This design comes from an exercise in tuning for small area, a short achievable clock period and few clock cycles on the open sky130 flow, not from production work.
The RTL was checked by simulation tests, not by an equivalence proof against the original design.

==> flow/design.v <==
module vbc_block_decoder (
    input  wire        clk,
    input  wire        rst,           
    input  wire        in_valid,
    output wire        in_ready,
    input  wire [31:0] in_data,       
    input  wire [4:0]  in_w,          
    output reg         out_valid,
    output wire [15:0] out_sample,    
    output reg         out_last       
);
    reg [31:0] slot0, slot1;
    reg        wp;            
    reg [1:0]  cnt;           
    reg [5:0]  ptr;
    reg [4:0]  w_in;          
    assign in_ready = !cnt[1];
    wire accept = in_valid && !cnt[1];
    reg        hdr;           
    reg        raw;
    reg [1:0]  pred;
    reg [4:0]  w;
    reg [17:0] ab;            
    reg        ua;
    reg [7:0]  idx;           
    reg [3:0]  idle;          
    reg [16:0] u2;            
    reg        v2;
    reg [15:0] hist [0:15];
    assign out_sample = hist[0];
    reg  [15:0] wmask;        
    integer wi;
    always @(*)
        for (wi = 0; wi < 16; wi = wi + 1)
            wmask[wi] = w > wi;
    wire [17:0] ub = ua ? {2'b0, u2[15:0]} : 18'd0;
    wire [17:0] cg [0:5];     
    wire [17:0] cp [0:5];
    assign cg[0] = ab & ub;
    assign cp[0] = ab ^ ub;
    genvar gl, gi;
    generate
        for (gl = 0; gl < 5; gl = gl + 1) begin : pfx
            for (gi = 0; gi < 18; gi = gi + 1) begin : bit_
                if (gi >= (1 << gl)) begin : comb
                    assign cg[gl+1][gi] = cg[gl][gi] | (cp[gl][gi] & cg[gl][gi - (1 << gl)]);
                    assign cp[gl+1][gi] = cp[gl][gi] & cp[gl][gi - (1 << gl)];
                end else begin : pass
                    assign cg[gl+1][gi] = cg[gl][gi];
                    assign cp[gl+1][gi] = cp[gl][gi];
                end
            end
        end
    endgenerate
    wire [17:0] carry = {cg[5][16:0], 1'b0};      
    wire [17:0] a     = cp[0] ^ carry;
    wire [17:0] hi    = ab | ub;
    reg  [15:0] kt;
    integer j;
    always @(*) begin
        kt[0] = 1'b1;
        for (j = 1; j < 16; j = j + 1)
            kt[j] = wmask[j] && (((hi >> (j + 2)) != 18'd0) || carry[j + 2]);
    end
    reg  [3:0] k;
    always @(*) begin
        k = 4'd0;
        for (j = 1; j < 16; j = j + 1)
            if (kt[j]) k = j;
    end
    wire [15:0] kmask = {1'b0, kt[15:1]};
    wire [31:0] wd0 = ptr[5] ? slot1 : slot0;
    wire [62:0] sh0 = ptr[5] ? {slot0[30:0], slot1} : {slot1[30:0], slot0};
    wire [46:0] sh1 = ptr[4] ? sh0[62:16] : sh0[46:0];
    wire [38:0] sh2 = ptr[3] ? sh1[46:8]  : sh1[38:0];
    wire [34:0] sh3 = ptr[2] ? sh2[38:4]  : sh2[34:0];
    wire [32:0] sh4 = ptr[1] ? sh3[34:2]  : sh3[32:0];
    wire [31:0] S   = ptr[0] ? sh4[32:1]  : sh4[31:0];
    reg  [4:0]  q;
    integer m;
    always @(*) begin
        q = 5'd16;
        for (m = 15; m >= 0; m = m - 1)
            if (!S[m]) q = m;
    end
    wire esc = q[4];
    wire [23:0] r1  = q[3] ? {1'b0, S[31:9]} : S[24:1];
    wire [19:0] r2  = q[2] ? r1[23:4]  : r1[19:0];
    wire [17:0] r3  = q[1] ? r2[19:2]  : r2[17:0];
    wire [15:0] rem = q[0] ? r3[16:1]  : r3[15:0];
    wire [4:0]  qk1 = k[0] ? {q[3:0], 1'b0} : {1'b0, q[3:0]};
    wire [6:0]  qk2 = k[1] ? {qk1, 2'b0}    : {2'b0, qk1};
    wire [10:0] qk3 = k[2] ? {qk2, 4'b0}    : {4'b0, qk2};
    wire [15:0] qk  = k[3] ? {qk3[7:0], 8'b0} : {5'b0, qk3};
    reg  [16:0] u;
    always @(*) begin
        if (raw)      u = {S[15:0] & wmask, 1'b0};
        else if (esc) u = {1'b0, S[31:16] & wmask};
        else          u = {1'b0, qk | (rem & kmask)};
    end
    wire [5:0]  pos_raw = {1'b0, ptr[4:0]} + {1'b0, w};
    wire [5:0]  pos_esc = pos_raw + 6'd16;
    wire [5:0]  xq      = {1'b0, ptr[4:0]} + {2'b0, q[3:0]};
    wire [5:0]  pos_cod = xq + {2'b0, k} + 6'd1;
    wire [5:0]  end_pos = raw ? pos_raw : esc ? pos_esc : pos_cod;
    reg  [47:0] W;
    integer n;
    always @(*)
        for (n = 0; n < 48; n = n + 1)
            W[n] = (n >= 32) ? 1'b1 : (n >= 17) ? kt[(32 - n) & 15] : 1'b0;
    wire [47:0] Wp      = {1'b1, W[47:1]};
    wire        strad_c = W[xq];
    wire        end5_c  = Wp[xq];
    wire        strad   = raw ? pos_raw > 6'd32 : esc ? pos_esc > 6'd32 : strad_c;
    wire        end5    = raw ? pos_raw[5]      : esc ? pos_esc[5]      : end5_c;
    wire        go      = !hdr && cnt != 2'd0 && (cnt[1] || !strad) && (idx == 8'd0 || idle == 4'd0);
    wire        last    = (idx == 8'd255);
    wire        hgo     = hdr && cnt != 2'd0;
    wire [1:0]  npop    = hgo ? 2'd1 : !go ? 2'd0 : last ? {strad, !strad} : {1'b0, end5};
    wire [1:0]  cnt_a   = cnt + {1'b0, accept};
    wire [1:0]  cnt_a1  = cnt_a - 2'd1;
    wire [1:0]  cnt_n   = npop[1] ? 2'd0 : npop[0] ? cnt_a1 : cnt_a;
    wire        upd     = go && !raw;
    wire [17:0] a_dec   = a - {2'b0, a[17:2]};
    wire [17:0] ab_n    = upd ? a_dec : a;
    always @(posedge clk) begin
        if (rst) begin
            cnt <= 2'd0;
            wp  <= 1'b0;
            ptr <= 6'd0;
            hdr <= 1'b1;
            idx <= 8'd0;
            v2  <= 1'b0;
            out_valid <= 1'b0;
        end else begin
            cnt <= cnt_n;
            wp  <= wp ^ accept;
            if (hgo || (go && last))
                ptr <= {ptr[5] ^ npop[0], 5'd0};
            else if (go)
                ptr <= {ptr[5] ^ end5, end_pos[4:0]};
            if (hdr) begin
                if (cnt != 2'd0) begin
                    hdr  <= 1'b0;
                    w    <= w_in;
                    pred <= wd0[1:0];
                    raw  <= wd0[6];
                end
            end else if (go) begin
                idx <= idx + 8'd1;
                if (last) hdr <= 1'b1;
            end
            v2 <= go;
            out_valid <= v2;
        end
        if (accept) w_in <= in_w;
        if (accept && !wp) slot0 <= in_data;
        if (accept &&  wp) slot1 <= in_data;
        if (hdr) begin
            ab <= 18'd4 << wd0[5:2];
            ua <= 1'b0;
        end else begin
            ab <= ab_n;
            ua <= upd;
        end
        idle     <= go ? 4'd0 : idle + 4'd1;
        u2       <= u;
        out_last <= (idx == 8'd0);
    end
    wire        first = (idx == 8'd1);
    wire        x0    = (idx[3:0] == 4'd1);
    wire        y0    = (idx[7:4] == 4'd0 && idx[3:0] != 4'd0) || (idx == 8'd16);
    wire        coded = !first && !raw;
    wire        use0  = coded && (pred == 2'd1 ? !x0 : pred == 2'd2 &&  y0);
    wire        use15 = coded && (pred == 2'd1 ?  x0 : pred == 2'd2 && !y0);
    wire [15:0] p     = (hist[0] & {16{use0}}) | (hist[15] & {16{use15}});
    wire [15:0] r = u2[16:1] ^ {16{u2[0]}};
    wire [15:0] s = (p + r) & wmask;
    integer h;
    always @(posedge clk) begin
        hist[0] <= v2 ? s : hist[15];
        for (h = 1; h < 16; h = h + 1) hist[h] <= hist[h-1];
    end
endmodule
export LEC_CHECK = 0
export ABC_AREA = 1
export CAP_MARGIN = 20
export CORE_MARGIN = 2
export CORE_UTILIZATION = 40
export CTS_CLUSTER_DIAMETER = 100
export CTS_CLUSTER_SIZE = 30
export SETUP_SLACK_MARGIN = 4.25
export SLEW_MARGIN = 20
create_clock -name core_clock -period 10.0 [get_ports {clk}]
run.sh (not shown) runs the stock make flow with config.mk's settings and CLKGATE_MAP_FILE= SYNTH_SCRIPT=/design/flow/synth_recipe.tcl, a recipe that flattens the netlist after the stock synthesis.
Testbench counts at the start, summed over its fixed seeds: cycles 98,969.
Edit:
Settings changed: SETUP_SLACK_MARGIN 4.25 to 4.0.
After rerunning: The changed run went through all stages and came out clean. Final area is lower by 0.75%. Critical path depth increases by 20. Utilization shrinks by 0.34 points. Worst setup slack loses 0.13 ns. Cell count barely changes. Die area does not change. Global-route usage barely changes.
Edit:
Settings changed: CORE_UTILIZATION 40 to 48, CTS_CLUSTER_SIZE 30 to 25, PLACE_DENSITY set to 0.65, SETUP_SLACK_MARGIN 4.0 to 4.25.
=> The new run passed the timing, design-rule and antenna checks. Non-clock buffer count grows by 22. Wire length decreases by 2.3%. Clock-buffer cell count rose by 3. Area after synthesis does not change. Clock skew grows by 0.0074 ns.

==> static timing again, ports no longer ideal <==
How much do the figures lean on ideal ports? The routed layouts below were timed once more, with nothing changed but the port constraints. Step 1, drivers: a clkbuf_16 drives clk and a buf_2 each remaining input, both assumed. Step 2 also shifts input and output timing later by t, the mid clock arrival at the registers, as if the neighbouring blocks saw the same clock. Three values: no drivers, after step 1, after step 2; two values: the first two.
| run | shift t [ns] | slack for setup (ns) | worst slew at a driven data input, ns |
|---|---|---|---|
| the first run | 0.609 | 4.513 / 4.513 / 4.513 | 0.04 |
| the second run | 0.605 | 4.388 / 4.388 / 4.388 | 0.04 |
| the third run | 0.604 | 4.569 / 4.569 / 4.569 | 0.04 |
After both steps setup and hold are still met in every run listed.
